Source: an optimization exercise on an open RTL-to-GDS flow (aim: small area, a short achievable clock period and few clock cycles). Production flows keep margins and buffers that such runs may drop.
In this exercise RTL edits were held to simulation tests only and were not proved equivalent to the original.

==> flow/design.v (excerpt) <==
module crc_channel (
    input  wire        clk,
    input  wire        rst,             
    input  wire        cmd_go,
    input  wire [2:0]  cmd_set,
    input  wire        cmd_expect_en,
    input  wire [31:0] cmd_len,
    input  wire [63:0] cmd_exp,
    input  wire        cmd_terminate,
    input  wire        in_valid,
    output wire        in_ready,
    input  wire [63:0] in_data,
    output reg         done,
    output wire [1:0]  state,
    output reg  [7:0]  code,
    output reg         match,
    output reg  [63:0] result
);
clock: 20.0 ns
lec_check: 0
cap_margin: 20
core_margin: 2
core_utilization: 40
cts_buf_list: sky130_fd_sc_hd__clkbuf_8
slew_margin: 50
synth_hierarchical: 1
standard.sh (not shown) runs the stock make flow with config.mk's settings and CLKGATE_MAP_FILE= SYNTH_SCRIPT=/design/flow/synth_recipe.tcl, a recipe that flattens the netlist after the stock synthesis.
==> flow/flow/run.sh <==
#!/bin/bash
# The standard layout (standard.sh: standard synthesis, floorplan, placement,
# CTS, routing, finish), with one change: the buffers that buffer_ports puts on
# every input and output port are sky130_fd_sc_hd__buf_1 cells instead of the
# cell buffer_ports picks by itself (clkdlybuf4s50_1, a delay cell).
# make's full output goes to flow_make.log here; each ORFS step also writes its
# own log under orfs/logs/.
set -euo pipefail
bash standard.sh 'BUFFER_PORTS_ARGS=-buffer_cell sky130_fd_sc_hd__buf_1' finish > flow_make.log 2>&1
Testbench counts at the start, summed over its fixed seeds: cycles 18,581.
Change:
==> flow/flow/run.sh (replaced) <==
#!/bin/bash
# The standard layout (standard.sh: standard synthesis, floorplan, placement,
# CTS, routing, finish), with one change: the buffers that buffer_ports puts on
# every input and output port are sky130_fd_sc_hd__buf_2 cells instead of the
# cell buffer_ports picks by itself (clkdlybuf4s50_1, a delay cell).
# make's full output goes to flow_make.log here; each ORFS step also writes its
# own log under orfs/logs/.
set -euo pipefail
bash standard.sh 'BUFFER_PORTS_ARGS=-buffer_cell sky130_fd_sc_hd__buf_2' finish > flow_make.log 2>&1
- CTS_BUF_LIST: sky130_fd_sc_hd__clkbuf_8 -> not set
- SLEW_MARGIN: 50 -> 20
After rerunning: Global-route usage came out lower by 2.7 points; routed wire length came out lower by 5.2%; clock skew hardly moves; synthesized cell count stays the same; worst setup slack is worse by 0.23 ns; core utilization came out lower by 0.91 points.
Change:
- CTS_BUF_LIST: not set -> sky130_fd_sc_hd__clkbuf_4
- SLEW_MARGIN: 20 -> 50
Result: Maximum frequency drops by 2.8%; final area climbs by 2.3%; die area stays the same.

== the previous run ==
Starting RTL as in the previous note.
// crc_channel
module crc_channel (
    input  wire        clk,
    input  wire        rst,             
    input  wire        cmd_go,
    input  wire [2:0]  cmd_set,
    input  wire        cmd_expect_en,
    input  wire [31:0] cmd_len,
    input  wire [63:0] cmd_exp,
    input  wire        cmd_terminate,
    input  wire        in_valid,
    output wire        in_ready,
    input  wire [63:0] in_data,
    output reg         done,
    output wire [1:0]  state,
    output reg  [7:0]  code,
    output reg         match,
    output reg  [63:0] result
);
    localparam [7:0] DONE_OK          = 8'h00;
    localparam [7:0] REJECTED_INVALID = 8'h10;
    localparam [7:0] ABORTED_FAULT    = 8'h21;
    localparam [7:0] FAILED_CHECK     = 8'h32;
    reg        run_q;       
    reg        st_q;        
    reg        rdy_q;       
    reg        valid_q;     
    reg        pend_q;      
    reg        first_q;     
    reg        nb_q;        
    reg [4:0]  sel_q;       
    reg [2:0]  k_q;         
    reg [7:0]  mh_q;        
    reg [6:0]  mt_q;        
    reg        rj_q;        
    reg        z_q;         
    reg        exp_en_q;
    reg [63:0] xexp_q;      
    reg [31:3] rem_q;       
    reg [63:0] rot_q;       
    reg [63:0] crc_q;       
    wire       idle    = !run_q;
    wire       invalid = cmd_set[2] & (cmd_set[1] | cmd_set[0]);
    wire       len0    = (cmd_len == 32'd0);
    wire       start   = idle && cmd_go && !invalid && !len0;
    wire       take    = in_valid && rdy_q;
    wire       proc    = run_q && valid_q;
    wire       knz     = (k_q != 3'd0);
  ...
Settings: LEC_CHECK=0, CAP_MARGIN=50, CORE_MARGIN=2, CORE_UTILIZATION=40, CTS_BUF_LIST=sky130_fd_sc_hd__clkbuf_8, SLEW_MARGIN=50, SYNTH_HIERARCHICAL=1; clock period 20.0 ns.
==> flow/flow/run.sh <==
#!/bin/bash
# The standard layout (standard.sh: standard synthesis, floorplan, placement,
# CTS, routing, finish), with one change: the buffers that buffer_ports puts on
# every input and output port are sky130_fd_sc_hd__buf_2 cells instead of the
# cell buffer_ports picks by itself (clkdlybuf4s50_1, a delay cell).
# make's full output goes to flow_make.log here; each ORFS step also writes its
# own log under orfs/logs/.
set -euo pipefail
bash standard.sh 'BUFFER_PORTS_ARGS=-buffer_cell sky130_fd_sc_hd__buf_2' finish > flow_make.log 2>&1
Testbench counts of the previous run, summed over its fixed seeds: cycles 18,581.
Changes in the current run relative to the previous run:
--- a/flow/config.mk
+++ b/flow/config.mk
@@ -7,3 +7,3 @@
 export LEC_CHECK = 0
-export CAP_MARGIN = 50
+export CAP_MARGIN = 20
 export CORE_MARGIN = 2
@@ -11,3 +11,3 @@
 export CTS_BUF_LIST = sky130_fd_sc_hd__clkbuf_8
-export SLEW_MARGIN = 50
+export SLEW_MARGIN = 58
 export SYNTH_HIERARCHICAL = 1
Findings:
The flow did not stop early for the previous run: all stages ran, and the layout cleared the timing, DRC and antenna checks.
Every stage of the flow completed for the current run, and the final layout passed the timing, DRC and antenna checks.
Higher critical path depth was reported by the previous run, not the current run.
Per the comparison of the current run with the previous run, number of max-slew violations in the final report was more or less identical; full die area essentially unchanged; wire length level.
Going from the previous run to the current run, clock-buffer cell count grows by 3.0%.
Number of buffers added on ports essentially unchanged between the previous run and the current run.
On headroom to the max-slew limit, the previous run loses to the current run.
The current run -> the previous run: fraction of the yosys area taken by sequential cells delta 0, exact match

Starting RTL as in the previous note.
==> flow/design.v (excerpt) <==
module crc_channel (
    input  wire        clk,
    input  wire        rst,             
    input  wire        cmd_go,
    input  wire [2:0]  cmd_set,
    input  wire        cmd_expect_en,
    input  wire [31:0] cmd_len,
    input  wire [63:0] cmd_exp,
    input  wire        cmd_terminate,
    input  wire        in_valid,
    output wire        in_ready,
    input  wire [63:0] in_data,
    output reg         done,
    output wire [1:0]  state,
    output reg  [7:0]  code,
    output reg         match,
    output reg  [63:0] result
);
export LEC_CHECK = 0
export CAP_MARGIN = 20
export CORE_MARGIN = 2
export CORE_UTILIZATION = 40
export CTS_BUF_LIST = sky130_fd_sc_hd__clkbuf_8
export SLEW_MARGIN = 40
export SYNTH_HIERARCHICAL = 1
create_clock -name core_clock -period 20.0 [get_ports {clk}]
Scripts as last shown in full above: flow/flow/run.sh
Testbench counts at the start, summed over its fixed seeds: cycles 18,581.
==> next run, changes <==
Settings changed: SLEW_MARGIN 40 to 50.
- The changed run went through all stages and came out clean
- routed wire length stays flat
- via count is about the same
- first-iteration DRC count is lower by roughly a tenth
- utilization goes up by 0.81 points
- cell count barely changes
- synthesized area stays the same
- die area is unchanged
- cell area went up slightly
- critical path depth goes up by 2

-- static timing again, ports no longer ideal --
How much do the figures lean on ideal ports? The routed layouts below were timed once more, with nothing changed but the port constraints.
Step 1 sets driving cells, clkbuf_16 on the clock port and buf_2 on the other inputs (assumed; they add their load-dependent delay and slew).
Step 2 adds t to the input delays and takes it off the output delays; t is the mean of the earliest and latest rising clock arrival at the registers after step 1. Input paths then give back, and output paths get back, about the clock's delay inside the block.
Three values: ideal ports, drivers, drivers and shift; two values: the first two.
run	t (ns)	setup slack, ns	latest minus earliest clock arrival (ns)	cell pins on the clock port's net
the first run of note 1	0.670	14.318 / 14.332 / 13.662	0.034 / 0.034	1
the second run of note 1	0.588	14.085 / 14.085 / 13.731	0.032 / 0.032	1
the third run of note 1	0.855	13.913 / 13.913 / 13.784	0.086 / 0.085	1
the previous run	0.718	14.383 / 14.383 / 13.774	0.069 / 0.068	1
the current run	0.686	14.518 / 14.539 / 13.853	0.077 / 0.076	1
the first run of note 3	0.699	13.948 / 13.948 / 13.744	0.067 / 0.068	1
the second run of note 3	0.718	14.383 / 14.383 / 13.774	0.069 / 0.068	1
After both steps setup and hold are still met in every run listed. For the current run, which loses most, drivers alone change the setup slack by +0.021 ns; drivers and shift together by -0.665 ns.
